This is an optimization exercise on Yosys and OpenROAD, whose aim is small area, a short achievable clock period and few clock cycles per item, not a production implementation. Where RTL was checked, it was by simulation tests only, not by an equivalence proof against the original.

Design bf_rescale, start of the top module:
module bf_rescale (
    input  wire        clk,
    input  wire        rst,
    input  wire        start,
    input  wire [63:0] mask,
    input  wire [1:0]  rs_cap,
    output wire        ready,
    output reg         rd_en,
    output wire [5:0]  rd_addr,
    input  wire [31:0] rd_data,
    output reg         out_valid,
    output reg  [5:0]  out_idx,
    output reg  [12:0] out_i,
    output reg  [12:0] out_q,
    output reg         done,
    output wire [15:0] s_out,
    output wire [4:0]  exp_out,
    output wire        null_out
);
Size in the first run: ~3100 cells after synthesis, ~460 flip-flops, about 0.029 sq mm of cells after synthesis.
==> flow/config.mk <==
export PLATFORM = sky130hd
export DESIGN_NAME = bf_rescale
export DESIGN_NICKNAME = bf_rescale
export VERILOG_FILES = /design/flow/design.v
export SDC_FILE = /design/flow/constraint.sdc
export NUM_CORES = 4
export LEC_CHECK = 0
export CAP_MARGIN = 20
export CORE_MARGIN = 2
export CORE_UTILIZATION = 40
export PLACE_DENSITY = 0.6
export SLEW_MARGIN = 20
==> flow/constraint.sdc <==
create_clock -name core_clock -period 12.0 [get_ports {clk}]
set_input_delay 2.4000 -clock core_clock [delete_from_list [all_inputs] [get_ports {clk}]]
set_output_delay 2.4000 -clock core_clock [all_outputs]
set_load 0.01 [all_outputs]
standard.sh (not shown) runs the stock make flow with config.mk's settings and CLKGATE_MAP_FILE= SYNTH_SCRIPT=/design/flow/synth_recipe.tcl, a recipe that flattens the netlist after the stock synthesis.
==> flow/flow/run.sh <==
#!/bin/bash
# The standard layout, with the setup repair aiming for a margin below the clock period
# and plain buffers (not delay cells) on the ports.
set -euo pipefail
bash standard.sh SETUP_SLACK_MARGIN=8.6 "BUFFER_PORTS_ARGS=-buffer_cell sky130_fd_sc_hd__buf_2" finish > standard_make.log 2>&1
The starting point ran to the end with no violations.
Testbench counts at the start, summed over its fixed seeds: cycles 43,495, items 384.
Next try:
--- a/flow/design.v
+++ b/flow/design.v
@@ -13,25 +13,25 @@
     output reg  [12:0] out_i,
     output reg  [12:0] out_q,
     output reg         done,
     output wire [15:0] s_out,
     output wire [4:0]  exp_out,
     output wire        null_out
 );
     localparam [1:0] S_IDLE = 2'd0,
                      S_P1   = 2'd1,
                      S_DIV  = 2'd2,
                      S_P2   = 2'd3;
-    localparam [5:0] D_FIRST  = 6'd6;
-    localparam [5:0] P2_FIRST = 6'd38;
-    localparam [5:0] P2_LAST  = 6'd37;
+    localparam [5:0] D_FIRST  = 6'd5;
+    localparam [5:0] P2_FIRST = 6'd37;
+    localparam [5:0] P2_LAST  = 6'd36;
     localparam [1:0] M_SQ  = 2'd0,     
                      M_ONE = 2'd1,     
                      M_S   = 2'd2;     
     reg [1:0]  state;
     reg        ready_r;
     reg [5:0]  cnt;
     reg [63:0] mask_r;
     reg        cap_hi, cap_lo;
     reg        two;                     
     reg [15:0] s_r;
     reg [4:0]  exp_r;
@@ -195,67 +195,58 @@
         out_i   <= sq ? p_i[12:0] : m3 ? 13'd0 : p_i[26:14];
         out_q   <= sq ? p_q[12:0] : m3 ? 13'd0 : p_q[26:14];
         hi_i    <= p_i[22:13];
         hi_q    <= p_q[22:13];
         if (v3 && md3 != M_S) begin
             nz   <= nz_t;
             anym <= anym_t;
         end
         m4     <= m3;
         first4 <= first3;
     end
-    reg        m5;
-    reg [23:0] pw;
-    always @(posedge clk) begin
-        m5 <= m4;
-        pw <= v4 ? {1'b0, hi_i, out_i} + {1'b0, hi_q, out_q} : 24'd0;
-    end
     reg [33:0] z;
     reg [29:0] s_rem;
     reg [1:0]  qb;
     reg        ovf;
+    reg [14:0] root;
     reg [16:0] srem;
     wire        in_div  = (state == S_DIV) && (cnt >= D_FIRST);
     wire        d_neg   = z[33];
     wire [32:0] dsum    = {z[33:2], 1'b1} + {(d_neg ? {2'b00, s_rem} : ~{2'b00, s_rem}), ~d_neg};
     wire [31:0] dnew    = dsum[32:1];
     wire        q_bit   = ~dnew[31];
     wire        s_neg   = srem[16];
-    wire [14:0] root    = s_r[14:0];
     wire [18:0] ssh     = {srem, qb};
     wire [18:0] snew    = ssh + {(s_neg ? {2'b00, root} : ~{2'b00, root}), 2'b11};
     wire        s_bit   = ~snew[18];
     wire        sq_step = (state == S_DIV) && (cnt[0] == D_FIRST[0] + 1'b1) && (cnt >= D_FIRST + 6'd3);
     wire [15:0] cap_v   = cap_lo ? 16'd23170 : 16'd32768;
+    wire [29:0] sq_i    = {7'd0, hi_i, out_i};
+    wire [29:0] sq_q    = {7'd0, hi_q, out_q};
     wire        big     = ovf | (cap_lo & (root >= 15'd23170));
     always @(posedge clk) begin
         if (in_div)
             z <= {dnew[30:0], z[1:0], 1'b0};
-        else if (first4)
-            z <= 34'd0;
-        else
-            z <= {4'd0, z[29:0] + {6'd0, pw}};
-        if (first4)
-            s_rem <= 30'd0;
         else
-            s_rem <= s_rem + (m5 ? 30'd0 : {6'd0, pw});
+            z <= {4'd0, (first4 ? 30'd0 : z[29:0]) + (v4 ? sq_i : 30'd0) + (v4 ? sq_q : 30'd0)};
+        s_rem <= (first4 ? 30'd0 : s_rem) + ((v4 & ~m4) ? sq_i : 30'd0) + ((v4 & ~m4) ? sq_q : 30'd0);
         if (in_div) begin
             qb <= {qb[0], q_bit};
             if (cnt == D_FIRST)
                 ovf <= q_bit;
         end
         if (state == S_DIV && cnt == D_FIRST) begin
-            s_r  <= 16'd0;
+            root <= 15'd0;
             srem <= 17'd0;
         end else if (sq_step) begin
-            s_r  <= {1'b0, root[13:0], s_bit};
+            root <= {root[13:0], s_bit};
             srem <= snew[16:0];
         end
         if (state == S_P2 && cnt == P2_FIRST) begin
             s_r    <= !nz ? 16'd0 : big ? cap_v : {1'b0, root};
             null_r <= !nz;
         end
         if (v3 && md3 == M_ONE && last3) begin
             s_r    <= null_1 ? 16'd0 : 16'd16384;
             null_r <= null_1;
         end
     end
Result: Setup slack got worse by 670 ps; routed wire length climbs by 4.3%; clock-buffer cell count increases by 6; utilization climbs by 1.1 points; via count goes up by 0.61%; die area rises by 0.67%; clock skew is about the same.
Only the layout flow was run in the second run of this note; the RTL was not checked for function there.

========
The RTL this note starts from:
==> flow/design.v <==
module bf_rescale (
    input  wire        clk,
    input  wire        rst,
    input  wire        start,
    input  wire [63:0] mask,
    input  wire [1:0]  rs_cap,
    output wire        ready,
    output reg         rd_en,
    output wire [5:0]  rd_addr,
    input  wire [31:0] rd_data,
    output reg         out_valid,
    output reg  [5:0]  out_idx,
    output reg  [12:0] out_i,
    output reg  [12:0] out_q,
    output reg         done,
    output wire [15:0] s_out,
    output wire [4:0]  exp_out,
    output wire        null_out
);
    localparam [1:0] S_IDLE = 2'd0,
                     S_P1   = 2'd1,
                     S_DIV  = 2'd2,
                     S_P2   = 2'd3;
    localparam [5:0] P2_FIRST = 6'd34;
    localparam [5:0] P2_LAST  = 6'd33;
    localparam [1:0] M_SQ  = 2'd0,     
                     M_ONE = 2'd1,     
                     M_S   = 2'd2;     
    reg [1:0]  state;
    reg        ready_r;
    reg [5:0]  cnt;
    reg [63:0] mask_r;
    reg        cap_hi, cap_lo;
    reg        two;                     
    reg [15:0] s_r;
    reg [4:0]  exp_r;
    reg        null_r;
    assign ready    = ready_r;
    assign rd_addr  = cnt;
    assign s_out    = s_r;
    assign exp_out  = exp_r;
    assign null_out = null_r;
    wire accept = start & ready_r;
    wire last_rd = (state == S_P1 && cnt == 6'd63) || (state == S_P2 && cnt == P2_LAST);
    always @(posedge clk) begin
        cnt    <= accept ? 6'd0 : cnt + 6'd1;
        mask_r <= accept ? mask : {mask_r[0], mask_r[63:1]};
        if (accept) begin
            cap_hi <= rs_cap[1];
            cap_lo <= rs_cap[0];
        end
        if (state == S_P1 && cnt == 6'd0)
            two <= ~cap_hi & (|mask_r);
    end
    always @(posedge clk) begin
        if (rst) begin
            state   <= S_IDLE;
            rd_en   <= 1'b0;
            ready_r <= 1'b1;
        end else begin
            case (state)
                S_IDLE: begin
                    if (accept) begin
                        state   <= S_P1;
                        rd_en   <= 1'b1;
                        ready_r <= 1'b0;
                    end
                end
                S_P1: begin
                    if (cnt == 6'd62 && !two)
                        ready_r <= 1'b1;
                    if (cnt == 6'd63) begin
                        if (two) begin
                            state <= S_DIV;
                            rd_en <= 1'b0;
                        end else if (accept) begin
                            ready_r <= 1'b0;
                        end else begin
                            state <= S_IDLE;
                            rd_en <= 1'b0;
                        end
                    end
                end
                S_DIV: begin
                    if (cnt == P2_FIRST - 6'd1) begin
                        state <= S_P2;
                        rd_en <= 1'b1;
                    end
                end
                S_P2: begin
                    if (cnt == P2_LAST - 6'd1)
                        ready_r <= 1'b1;
                    if (cnt == P2_LAST) begin
                        if (accept) begin
                            state   <= S_P1;
                            ready_r <= 1'b0;
                        end else begin
                            state <= S_IDLE;
                            rd_en <= 1'b0;
                        end
                    end
                end
            endcase
        end
    end
    reg        v1, pa1, m1, last1;
    reg [5:0]  idx1;
    reg        v2, m2, last2;
    reg [1:0]  md2;
    reg [5:0]  idx2;
    reg [11:0] d_i, d_q;
    reg [4:0]  d_e;
    always @(posedge clk) begin
        if (rst) begin
            v1 <= 1'b0;
            v2 <= 1'b0;
        end else begin
            v1 <= rd_en;
            v2 <= v1;
        end
        pa1   <= (state == S_P1);
        m1    <= mask_r[0];
        last1 <= last_rd;
        idx1  <= cnt;
        m2    <= m1;
        last2 <= last1;
        idx2  <= idx1;
        md2   <= !pa1 ? M_S : (two ? M_SQ : M_ONE);
        d_i   <= rd_data[11:0];
        d_q   <= rd_data[23:12];
        d_e   <= rd_data[28:24];
    end
    wire        sq    = (md2 == M_SQ);
    wire [15:0] s_mul = (md2 == M_ONE) ? 16'd16384 : s_r;
    wire signed [16:0] x_i = sq ? {{5{d_i[11]}}, d_i} : {1'b0, s_mul};
    wire signed [16:0] x_q = sq ? {{5{d_q[11]}}, d_q} : {1'b0, s_mul};
    wire signed [28:0] p_i = $signed(d_i) * x_i;
    wire signed [28:0] p_q = $signed(d_q) * x_q;
    wire first2 = (md2 != M_S) && (idx2 == 6'd0);
    wire nz_cur = ~m2 & (|{d_i, d_q});
    reg        nz, anym;
    wire       nz_t   = (nz & ~first2) | nz_cur;
    wire       anym_t = (anym & ~first2) | m2;
    wire       null_1 = anym_t & ~nz_t;
    reg        v3, m3, first3;
    reg [23:0] pw;
    always @(posedge clk) begin
        if (rst) begin
            out_valid <= 1'b0;
            done      <= 1'b0;
            v3        <= 1'b0;
        end else begin
            out_valid <= v2 & ~sq;
            done      <= v2 & ~sq & last2;
            v3        <= v2 & sq;
        end
        out_idx <= idx2;
        out_i   <= m2 ? 13'd0 : p_i[26:14];
        out_q   <= m2 ? 13'd0 : p_q[26:14];
        if (v2 && !sq && idx2 == 6'd0)
            exp_r <= d_e;
        if (v2 && md2 != M_S) begin
            nz   <= nz_t;
            anym <= anym_t;
        end
        m3     <= m2;
        first3 <= first2;
        pw     <= {1'b0, p_i[22:0]} + {1'b0, p_q[22:0]};
    end
    reg [32:0] z;
    reg [29:0] s_rem;
    reg [1:0]  qb;
    reg        ovf;
    reg [14:0] root;
    reg [16:0] srem;
    wire        in_div  = (state == S_DIV) && (cnt >= 6'd3);
    wire [31:0] dsub    = {1'b0, z[32:2]} - {2'b00, s_rem};
    wire        q_bit   = ~dsub[31];
    wire [18:0] ssh     = {srem, qb};
    wire [18:0] strial  = {2'b00, root, 2'b01};
    wire [19:0] ssub    = {1'b0, ssh} - {1'b0, strial};
    wire        s_bit   = ~ssub[19];
    wire        sq_step = ((state == S_DIV) && !cnt[0] && cnt >= 6'd6) ||
                          ((state == S_P2) && cnt == P2_FIRST);
    wire [15:0] cap_v   = cap_lo ? 16'd23170 : 16'd32768;
    wire        big     = ovf | (cap_lo & (root >= 15'd23170));
    always @(posedge clk) begin
        if (v3) begin
            z     <= (first3 ? 33'd0 : z) + {9'd0, pw};
            s_rem <= (first3 ? 30'd0 : s_rem) + (m3 ? 30'd0 : {6'd0, pw});
        end else if (in_div) begin
            z <= {(q_bit ? dsub[29:0] : z[31:2]), z[1:0], 1'b0};
        end
        if (in_div) begin
            qb <= {qb[0], q_bit};
            if (cnt == 6'd3)
                ovf <= q_bit;
        end
        if (state == S_DIV && cnt == 6'd3) begin
            root <= 15'd0;
            srem <= 17'd0;
        end else if (sq_step) begin
            root <= {root[13:0], s_bit};
            srem <= s_bit ? ssub[16:0] : ssh[16:0];
        end
        if (state == S_P2 && cnt == P2_FIRST + 6'd1) begin
            s_r    <= !nz ? 16'd0 : big ? cap_v : {1'b0, root};
            null_r <= !nz;
        end
        if (v2 && md2 == M_ONE && last2) begin
            s_r    <= null_1 ? 16'd0 : 16'd16384;
            null_r <= null_1;
        end
    end
endmodule
Settings: LEC_CHECK=0, CAP_MARGIN=20, CORE_MARGIN=2, CORE_UTILIZATION=40, PLACE_DENSITY=0.6, SLEW_MARGIN=20; clock period 12.0 ns.
run.sh (not shown) runs the stock make flow with config.mk's settings and CLKGATE_MAP_FILE= SYNTH_SCRIPT=/design/flow/synth_recipe.tcl, a recipe that flattens the netlist after the stock synthesis.
Stock flow here: none of the scripts above is used.
Next try:
--- a/flow/design.v
+++ b/flow/design.v
@@ -160,12 +160,16 @@
         if (v2 && !sq && idx2 == 6'd0)
             exp_r <= d_e;
         if (v2 && md2 != M_S) begin
             nz   <= nz_t;
             anym <= anym_t;
         end
+        if (v2 && md2 == M_ONE && last2) begin
+            s_r    <= null_1 ? 16'd0 : 16'd16384;
+            null_r <= null_1;
+        end
         m3     <= m2;
         first3 <= first2;
         pw     <= {1'b0, p_i[22:0]} + {1'b0, p_q[22:0]};
     end
     reg [32:0] z;
     reg [29:0] s_rem;
@@ -204,12 +208,8 @@
             srem <= s_bit ? ssub[16:0] : ssh[16:0];
         end
         if (state == S_P2 && cnt == P2_FIRST + 6'd1) begin
             s_r    <= !nz ? 16'd0 : big ? cap_v : {1'b0, root};
             null_r <= !nz;
         end
-        if (v2 && md2 == M_ONE && last2) begin
-            s_r    <= null_1 ? 16'd0 : 16'd16384;
-            null_r <= null_1;
-        end
     end
 endmodule
After rerunning:
- This time the run did not get past synthesis
Function was not checked in any run of this note: the RTL went through the layout flow alone.

[afterwards: timing with drivers on the ports]
Ports are ideal in the flow. The routed layouts listed here were re-timed in OpenROAD.
Step 1 (the two cells are an assumption about what drives the block):
set clk [get_ports {clk}]
set_driving_cell -lib_cell sky130_fd_sc_hd__clkbuf_16 $clk
set_driving_cell -lib_cell sky130_fd_sc_hd__buf_2 [delete_from_list [all_inputs] $clk]
Step 2 adds t to the input delays and takes it off the output delays; t is the mean of the earliest and latest rising clock arrival at the registers after step 1. Input paths then give back, and output paths get back, about the clock's delay inside the block.
Three values: ideal ports, drivers, drivers and shift; two values: the first two.
run | shift t [ns] | slack for setup (ns) | worst setup path at the end | worst data-port slew with drivers (ns) | cell pins on the clock port's net
the first run of note 1 | 0.649 | 8.374 / 8.311 / 8.233 | input to register | 0.12 | 1
the second run of note 1 | 0.663 | 7.699 / 7.699 / 7.699 | register to register | 0.07 | 1
the first run of note 2 | 0.626 | 4.049 / 4.049 / 4.049 | register to register | 0.06 | 1
After both steps setup and hold are still met in every run listed. The setup slack of the first run of note 1, which loses most, moves by -0.063 ns with the drivers and by -0.141 ns with both steps.
